What follows belongs to an exercise in optimizing a design on an open flow for small area, a short achievable clock period and few clock cycles per item; a production flow would make more cautious choices. In this exercise RTL edits were held to simulation tests only and were not proved equivalent to the original.

<file path="flow/run.sh">
#!/bin/bash
# synth_recipe.tcl (not shown) runs the flow's synth.tcl, then flattens the netlist and writes it again
# the make line also repeats each setting of config.mk as NAME=value (left out here)
make -C /OpenROAD-flow-scripts/flow DESIGN_CONFIG=/design/flow/config.mk WORK_HOME=/design/flow/orfs CLKGATE_MAP_FILE= SYNTH_SCRIPT=/design/flow/synth_recipe.tcl finish
</file>
<file path="flow/config.mk">
export PLATFORM = sky130hd
export DESIGN_NAME = poly_stage
export DESIGN_NICKNAME = poly_stage
export VERILOG_FILES = /design/flow/design.v
export SDC_FILE = /design/flow/constraint.sdc
export NUM_CORES = 4
export LEC_CHECK = 0
export CAP_MARGIN = 20
export CORE_MARGIN = 2
export CORE_UTILIZATION = 40
export PLACE_DENSITY = 0.6
export SLEW_MARGIN = 20
</file>
<file path="flow/constraint.sdc">
create_clock -name core_clock -period 35.0 [get_ports {clk}]
set_input_delay 7.0000 -clock core_clock [delete_from_list [all_inputs] [get_ports {clk}]]
set_output_delay 7.0000 -clock core_clock [all_outputs]
set_load 0.01 [all_outputs]
</file>
<file path="flow/design.v">
module fp_mul_s1 (
    input  wire [31:0] a,
    input  wire [31:0] b,
    output wire [25:0] ph,        
    output wire        pl,        
    output wire [8:0]  es,        
    output wire        sy,
    output wire        m_nan,
    output wire        m_inf,
    output wire        m_zero
);
    wire [7:0]  ea = a[30:23];
    wire [7:0]  eb = b[30:23];
    wire [22:0] fa = a[22:0];
    wire [22:0] fb = b[22:0];
    wire a_zero = (ea == 8'd0);
    wire b_zero = (eb == 8'd0);
    wire a_max  = (ea == 8'hFF);
    wire b_max  = (eb == 8'hFF);
    wire a_inf  = a_max && (fa == 23'd0);
    wire b_inf  = b_max && (fb == 23'd0);
    wire a_nan  = a_max && (fa != 23'd0);
    wire b_nan  = b_max && (fb != 23'd0);
    wire [47:0] prod = {1'b1, fa} * {1'b1, fb};
    assign ph     = prod[47:22];
    assign pl     = |prod[21:0];
    assign es     = {1'b0, ea} + {1'b0, eb};
    assign sy     = a[31] ^ b[31];
    assign m_nan  = a_nan || b_nan || (a_inf && b_zero) || (a_zero && b_inf);
    assign m_inf  = a_inf || b_inf;
    assign m_zero = a_zero || b_zero;
endmodule
module fp_mul_s2 (
    input  wire [25:0] ph,
    input  wire        pl,
    input  wire [8:0]  es,
    input  wire        sy,
    input  wire        m_nan,
    input  wire        m_inf,
    input  wire        m_zero,
    output reg  [31:0] y
);
    reg  [23:0] mant;
    reg         guard;
    reg         sticky;
    reg  signed [9:0] exp_n;
    reg  [24:0] mant_r;
    reg  signed [9:0] exp_r;
    always @(*) begin
        if (ph[25]) begin
            mant   = ph[25:2];
            guard  = ph[1];
            sticky = ph[0] | pl;
            exp_n  = $signed({1'b0, es}) - 10'sd126;
        end else begin
            mant   = ph[24:1];
            guard  = ph[0];
            sticky = pl;
            exp_n  = $signed({1'b0, es}) - 10'sd127;
        end
        mant_r = {1'b0, mant} + {24'd0, guard & (sticky | mant[0])};
        exp_r  = mant_r[24] ? exp_n + 10'sd1 : exp_n;
        if (m_nan) begin
            y = 32'h7FC00000;
        end else if (m_inf) begin
            y = {sy, 8'hFF, 23'd0};
        end else if (m_zero) begin
            y = {sy, 31'd0};
        end else if (exp_n < 10'sd1) begin
            y = {sy, 31'd0};
        end else if (exp_r > 10'sd254) begin
            y = {sy, 8'hFF, 23'd0};
        end else if (mant_r[24]) begin
            y = {sy, exp_r[7:0], mant_r[23:1]};
        end else begin
            y = {sy, exp_r[7:0], mant_r[22:0]};
        end
    end
endmodule
module fp_add_s1 (
    input  wire [31:0] a,
    input  wire [31:0] b,
    output wire        sp,
    output wire [7:0]  ep,
    output wire [22:0] fp,
    output wire [26:0] q_al,
    output wire        subtract,
    output wire        k_nan,     
    output wire        k_inf,     
    output wire        k_zero,    
    output wire        k_pass,    
    output wire        k_sign
);
    wire        sa = a[31];
    wire        sb = b[31];
    wire [7:0]  ea = a[30:23];
    wire [7:0]  eb = b[30:23];
    wire [22:0] fa = a[22:0];
    wire [22:0] fb = b[22:0];
    wire a_zero = (ea == 8'd0);
    wire b_zero = (eb == 8'd0);
    wire a_inf  = (ea == 8'hFF) && (fa == 23'd0);
    wire b_inf  = (eb == 8'hFF) && (fb == 23'd0);
    wire a_nan  = (ea == 8'hFF) && (fa != 23'd0);
    wire b_nan  = (eb == 8'hFF) && (fb != 23'd0);
    wire        swap = {eb, fb} > {ea, fa};
    wire        sq   = swap ? sa : sb;
    wire [7:0]  eq   = swap ? ea : eb;
    wire [23:0] mq   = swap ? {1'b1, fa} : {1'b1, fb};
    wire [7:0]  diff = ep - eq;
    assign sp = swap ? sb : sa;
    assign ep = swap ? eb : ea;
    assign fp = swap ? fb : fa;
    assign subtract = sp ^ sq;
    wire [50:0] q_wide = {mq, 27'd0} >> diff;
    assign q_al = (diff > 8'd26) ? 27'd1 : {q_wide[50:25], |q_wide[24:0]};
    assign k_nan  = a_nan || b_nan || (a_inf && b_inf && (sa != sb));
    assign k_inf  = a_inf || b_inf;
    assign k_zero = a_zero && b_zero;
    assign k_pass = a_zero || b_zero;
    assign k_sign = a_inf ? sa : b_inf ? sb : (sa & sb);
endmodule
module fp_add_s2 (
    input  wire        sp,
    input  wire [7:0]  ep,
    input  wire [22:0] fp,
    input  wire [26:0] q_al,
    input  wire        subtract,
    input  wire        k_nan,
    input  wire        k_inf,
    input  wire        k_zero,
    input  wire        k_pass,
    input  wire        k_sign,
    output reg  [31:0] y,
    output reg         finite
);
    reg  [27:0] sum;
    reg  [26:0] norm;
    reg  [4:0]  lz;
    reg  signed [9:0] exp_n;
    reg  [24:0] mant_r;
    reg  signed [9:0] exp_r;
    reg         guard;
    reg         sticky;
    integer     i;
    always @(*) begin
        if (subtract) begin
            sum = {1'b0, 1'b1, fp, 3'b000} - {1'b0, q_al};
        end else begin
            sum = {1'b0, 1'b1, fp, 3'b000} + {1'b0, q_al};
        end
        lz = 5'd0;
        for (i = 0; i <= 26; i = i + 1) begin
            if (sum[i]) begin
                lz = 5'd26 - i[4:0];
            end
        end
        if (sum[27]) begin
            norm  = {sum[27:2], sum[1] | sum[0]};
            exp_n = $signed({2'b00, ep}) + 10'sd1;
        end else begin
            norm  = sum[26:0] << lz;
            exp_n = $signed({2'b00, ep}) - $signed({5'd0, lz});
        end
        guard  = norm[2];
        sticky = norm[1] | norm[0];
        mant_r = {1'b0, norm[26:3]} + {24'd0, guard & (sticky | norm[3])};
        exp_r  = mant_r[24] ? exp_n + 10'sd1 : exp_n;
        finite = 1'b1;
        if (k_nan) begin
            y = 32'h7FC00000;
            finite = 1'b0;
        end else if (k_inf) begin
            y = {k_sign, 8'hFF, 23'd0};
            finite = 1'b0;
        end else if (k_zero) begin
            y = {k_sign, 31'd0};
        end else if (k_pass) begin
            y = {sp, ep, fp};
        end else if (sum == 28'd0) begin
            y = 32'd0;
        end else if (exp_n < 10'sd1) begin
            y = {sp, 31'd0};
        end else if (exp_r > 10'sd254) begin
            y = {sp, 8'hFF, 23'd0};
            finite = 1'b0;
        end else if (mant_r[24]) begin
            y = {sp, exp_r[7:0], mant_r[23:1]};
        end else begin
            y = {sp, exp_r[7:0], mant_r[22:0]};
        end
    end
endmodule
module poly_stage (
    input  wire        clk,
    input  wire        rst,         
    input  wire        in_valid,
    output wire        in_ready,
    input  wire [31:0] c0,
    input  wire [31:0] c1,
    input  wire [31:0] c2,
    input  wire [31:0] c3,
    input  wire [31:0] c4,
    input  wire [31:0] c5,
    input  wire [31:0] a,           
    input  wire        a_ok,        
    output reg         out_valid,
    output reg  [31:0] x,           
    output reg         x_ok,        
    output reg         num          
);
    reg [31:0]  e0_a, e1_a, e2_a;
    reg [159:0] e0_c, e1_c, e2_c;
    reg         e0_ok, e1_ok, e2_ok;
    reg         e0_v, e1_v, e2_v;
    reg [2:0]   e0_st, e1_st, e2_st;     
    reg         rdy;
    wire e2_last = (e2_st == 3'd4);
    wire load    = rdy;                  
    assign in_ready = rdy;
    reg  [31:0] y;                       
    wire [25:0] s1_ph;
    wire        s1_pl;
    wire [8:0]  s1_es;
    wire        s1_sy, s1_nan, s1_inf, s1_zero;
    fp_mul_s1 u_m1 (
        .a(y), .b(e0_a),
        .ph(s1_ph), .pl(s1_pl), .es(s1_es), .sy(s1_sy),
        .m_nan(s1_nan), .m_inf(s1_inf), .m_zero(s1_zero)
    );
    reg [25:0] p1_ph;
    reg        p1_pl;
    reg [8:0]  p1_es;
    reg        p1_sy, p1_nan, p1_inf, p1_zero;
    wire [31:0] s2_ya;
    fp_mul_s2 u_m2 (
        .ph(p1_ph), .pl(p1_pl), .es(p1_es), .sy(p1_sy),
        .m_nan(p1_nan), .m_inf(p1_inf), .m_zero(p1_zero),
        .y(s2_ya)
    );
    wire        s2_sp, s2_sub;
    wire [7:0]  s2_ep;
    wire [22:0] s2_fp;
    wire [26:0] s2_q;
    wire        s2_knan, s2_kinf, s2_kzero, s2_kpass, s2_ksign;
    fp_add_s1 u_a1 (
        .a(s2_ya), .b(e1_c[31:0]),
        .sp(s2_sp), .ep(s2_ep), .fp(s2_fp), .q_al(s2_q), .subtract(s2_sub),
        .k_nan(s2_knan), .k_inf(s2_kinf), .k_zero(s2_kzero), .k_pass(s2_kpass),
        .k_sign(s2_ksign)
    );
    reg        p2_sp, p2_sub;
    reg [7:0]  p2_ep;
    reg [22:0] p2_fp;
    reg [26:0] p2_q;
    reg        p2_knan, p2_kinf, p2_kzero, p2_kpass, p2_ksign;
    wire [31:0] s3_y;
    wire        s3_finite;
    fp_add_s2 u_a2 (
        .sp(p2_sp), .ep(p2_ep), .fp(p2_fp), .q_al(p2_q), .subtract(p2_sub),
        .k_nan(p2_knan), .k_inf(p2_kinf), .k_zero(p2_kzero), .k_pass(p2_kpass),
        .k_sign(p2_ksign),
        .y(s3_y), .finite(s3_finite)
    );
    wire res_ok = e2_ok && s3_finite;
    always @(posedge clk) begin
        p1_ph   <= s1_ph;
        p1_pl   <= s1_pl;
        p1_es   <= s1_es;
        p1_sy   <= s1_sy;
        p1_nan  <= s1_nan;
        p1_inf  <= s1_inf;
        p1_zero <= s1_zero;
        p2_sp    <= s2_sp;
        p2_sub   <= s2_sub;
        p2_ep    <= s2_ep;
        p2_fp    <= s2_fp;
        p2_q     <= s2_q;
        p2_knan  <= s2_knan;
        p2_kinf  <= s2_kinf;
        p2_kzero <= s2_kzero;
        p2_kpass <= s2_kpass;
        p2_ksign <= s2_ksign;
        y <= load ? c5 : s3_y;
        e1_a  <= e0_a;
        e1_c  <= e0_c;
        e1_ok <= e0_ok;
        e1_st <= e0_st;
        e2_a  <= e1_a;
        e2_c  <= {e1_c[159:128], e1_c[159:32]};
        e2_ok <= e1_ok;
        e2_st <= e1_st;
        if (load) begin
            e0_a  <= a;
            e0_c  <= {c0, c1, c2, c3, c4};
            e0_ok <= a_ok;
            e0_st <= 3'd0;
        end else begin
            e0_a  <= e2_a;
            e0_c  <= e2_c;
            e0_ok <= e2_ok;
            e0_st <= e2_st + 3'd1;
        end
        x    <= res_ok ? s3_y : 32'd0;
        x_ok <= res_ok;
        num  <= e2_ok && !s3_finite;
        if (rst) begin
            e0_v      <= 1'b0;
            e1_v      <= 1'b0;
            e2_v      <= 1'b0;
            rdy       <= 1'b1;
            out_valid <= 1'b0;
        end else begin
            e0_v      <= load ? in_valid : e2_v;
            e1_v      <= e0_v;
            e2_v      <= e1_v;
            rdy       <= !e1_v || (e1_st == 3'd4);
            out_valid <= e2_v && e2_last;
        end
    end
endmodule
</file>
==> summary.md <==
| Metric | Value |
|---|---|
| Clock edge transition at the registers on the reported setup and hold paths | 0.06 ns |
| Worst R2R Start | p1_ph[25]$_DFF_P_ |
| Setup CP Type | flip-flop to flip-flop |
| Setup repair bufs after CTS | 0 |
| Met2 GRT Util | 35.7% |
| Total Die Area | 0.124 sq mm |
| Worst Max-Slew Pin Slew | 1.13 ns |
| First-pass GRT wire length | 222000 um |
| Share of the synthesized area in the top cell type | 30.1% |
| FFs w/ async S/R, synth | 0% |
| Worst-case hold slack | 0.306 ns |
| Die span in y | 353 um |
| Critical path destination | p2_q[0]$_SDFF_PP1_ |
| Share of the cycle needed by the critical path after routing | 30.4% |
| CP Max Fanout | 58 |
| Initial antenna violation count | 20 |
| Nets@finish | 6350 |
| Type of the most critical hold path | flip-flop to flip-flop |
| Capturing point of the worst reg2reg path | p2_q[0]$_SDFF_PP1_ |
| Via count of the first global-routing pass | 37539 |
| Length of the first detailed-routing pass in iterations | 7 |
| CTS H-tree depth | 3 |
| Syn Area/Cell | 9.38 sq um |
| Total clock buffers created by CTS | 76 |
| CTS tree | built |
| Largest net degree at the start of global routing | 79 |
| Count of filler cells inserted in the layout | 11527 |
| Hold-fix buffer count after cts | 0 |
| Clk Latency, worst-skew pair | 0.66 ns |
| #FFs+latches synth | 732 |
| Root Driver | clkbuf_16 |
| Count of routing violations after the opening detailed-route iteration | 2884 |
| Clk sink count | 732 |
| Simple-gate portion of the synthesized area | 16.2% |
| RSZ-0062 raised after global routing | false |
| Gr usage total | 22.7% |
| Proportion of layout cells with a drive suffix above 1 | 8.34% |
| Average detailed-routed wire length per instance | 20.2 um |
| Critical-path cell with the highest stage delay | a211oi_1 |
| Combinational family with the most area after synthesis | adder cells |
| Yosys cell types | 103 |
| Startpoint Class | flip-flop |
| Pins Over Slew Limit | 0 |
| Area growth from synthesis to final layout | 14.3% |
| Top cell family by delay on the critical path | compound AO/OA/AOI/OAI gates |
| Final critical-path required period | 10.62 ns |
| Final setup violation count | 0 |
| Number of flops mapped to enable cells by yosys | 0 |
| Num rows | 127 |
| Headroom to the max-slew limit | 24.1% |
| Most common cell after layout, fill and taps aside | dfxtp_1 |
| Post-Layout Cell Count | 7031 |
| Status | timing/DRC/antenna clean |
| YS warnings | 3 |
| IO Count | 264 |
| Cell area after technology mapping | 0.0487 sq mm |
| Horizontal extent of the die | 353 um |
| Cell Count Post-Placement | 6892 |
| Via density per instance | 5.30 |
| Max stage delay on crit path | 0.69 ns |
| GR Util met3 | 4.73% |
| Portion of the post-synthesis area used by sequential elements | 30.1% |
| Cell type contributing the most total cell area after synthesis | dfxtp_1 |
| Core area | 0.120 sq mm |
| Number of vias after detailed routing | 37250 |
| Remaining design rule violation count | 0 |
| Adder-cell area share of the yosys netlist | 27.1% |
| Starting utilization of the core area | 40.5% |
| Post-synthesis xor/xnor area fraction | 3.13% |
| Crit path depth | 38 |
| Max capacitance violation total | 0 |
| PostCTS Resize Cnt | 0 |
| Top library cells by usage in the layout, fill and taps aside | 720 x dfxtp_1, 658 x inv_1, 629 x nand2_1, 485 x fa_1, 278 x ha_1 |
| Cell count of the worst reg-to-reg path | 38 |
| HPWL after detailed placement | 108000 um |
| Compound-gate portion of the synthesized area | 10.5% |
| Final total negative setup slack | 0 ns |
| Skew final | 0.0471 ns |
| Total wire length | 142000 um |
| Data required time at the worst endpoint | 35.51 ns |
| Dominant register cell in the synthesized netlist | dfxtp_1 |
| Mux contribution to synthesized area | 5.81% |
| Global routing's busiest layer | met2 |
| Signal arrival time at the worst endpoint | 11.13 ns |
| Worst Path Buf+Inv | 4 |
| Instance count of the mapped netlist | 5190 |
| Worst setup slack for register-to-register paths | 24.38 ns |
| Max frequency | 0.0941 GHz |
| Remaining global-route overflow | 0 |
| Detail Route Antenna Nets | 0 |
| Count of input and output buffers | 263 |
| Start point of the critical path | p1_ph[25]$_DFF_P_ |
| Type of destination of the critical path | flip-flop |
| GP Congestion | 0.961 |
| Dominant cells by area after synthesis | dfxtp_1 30%, fa_1 20%, ha_1 7.2% |
| CTS Buffer Depth | 3 |
| Final hold viol count | 0 |
| Met1 usage | 31.4% |
| Syn Nets | 6182 |
layer usage:
| metal | part of all wire [%] | routed length (um) |
|---|---|---|
| met4 | 3.2 | 4520 |
| met5 | 0.15 | 208 |
| met2 | 44 | 63100 |
| met1 | 45 | 63400 |
| met3 | 7.7 | 11000 |
worst min-delay path by stage:
stage,start,endpoint,cells after the start
2_1_floorplan,e0_c[0]$_DFF_P_,e1_c[0]$_DFF_P_,0
3_3_place_gp,e0_c[128]$_DFF_P_,e1_c[128]$_DFF_P_,0
3_5_place_dp,e0_c[105]$_DFF_P_,e1_c[105]$_DFF_P_,0
4_1_cts,e0_c[85]$_DFF_P_,e1_c[85]$_DFF_P_,0
5_1_grt,e1_c[126]$_DFF_P_,e2_c[94]$_DFF_P_,0
6_report,e1_a[30]$_DFF_P_,e2_a[30]$_DFF_P_,0
through the flow:
| step | utilization [%] | instance area, sq um | setup WS, ns |
|---|---|---|---|
| final | 46.2 | 55600 | 24.38 |
| after global routing | 46.2 | 55600 | 23.64 |
| after CTS | 46.2 | 55600 | 24.37 |
| after detailed placement | 44.0 | 52900 | 24.39 |
| after global placement | 44.0 | 52900 | 24.60 |
| after floorplan | - | 48700 | 24.57 |
flip-flops by register name, indices dropped and copies added, names as in the netlist, 3 cells and up:
| signal | cells |
|---|---|
| e0_a | 32 |
| e0_c | 160 |
| e0_st | 3 |
| e1_a | 32 |
| e1_c | 160 |
| e1_st | 3 |
| e2_a | 32 |
| e2_c | 128 |
| e2_st | 3 |
| p1_es | 9 |
| p1_ph | 26 |
| p2_ep | 8 |
| p2_fp | 23 |
| p2_q | 27 |
| x | 32 |
| y | 32 |
Yosys cell counts, drive strengths merged (12+ instances only):
master   number
a2111oi      12
a211o        12
a211oi       43
a21o         51
a21oi       210
a221oi       12
a22oi        15
a31oi        21
a32oi        17
a41oi        15
and2        258
and3         22
buf          54
clkbuf      193
dfxtp       732
fa          485
ha          279
inv         661
mux2        167
mux2i        90
nand2       630
nand2b       63
nand3        73
nand4        45
nor2        236
nor2b        39
nor3        122
nor4         57
o211ai       18
o21a         22
o21ai       120
o21bai       16
o31ai        35
or2          16
or3          17
xnor2       113
xor2         59
kinds of logic after synthesis:
group	Yosys count
AND/OR/NAND/NOR	1620
buffers and inverters	909
adder cells (fa/ha/maj)	764
AO/OA/AOI/OAI	734
flip-flops	732
multiplexers	259
XOR/XNOR	172
cell type report:
class                      count  area (sq um)  area share, %
antenna                        2          5.00        0.00900
tap                         1612          2020           3.63
sequential                   732         14700           26.4
clock buffer                  98          2090           3.77
timing repair buffer         337          3200           5.75
multi-input combinational   3549         30600           55.0
clock inverter                39           572           1.03
inverter                     662          2480           4.47
Testbench counts, summed over its fixed seeds: cycles 40,096, items 8,000.

## static timing again, ports no longer ideal
In the flow no input, the clock included, has a driving cell. The finished layout below was timed again as built, in two steps.
Step 1 sets driving cells, clkbuf_16 on the clock port and buf_2 on the other inputs (assumed; they add their load-dependent delay and slew).
Step 2 times the ports against the registers' clock, not the clock port: input delays grow and output delays shrink by t, the midpoint of the rising clock arrivals with the driver on.
Three values: ideal ports, drivers, drivers and shift; two values: the first two.
t, ns: 0.708
setup slack, ns: 24.377 / 24.377 / 24.377
slew at the worst register clock pin (ns): 0.07 / 0.07
worst data-port slew with drivers (ns): 0.10
After both steps this run still meets setup and hold. The setup slack of this run moves by 0.000 ns with the drivers and by 0.000 ns with both steps.
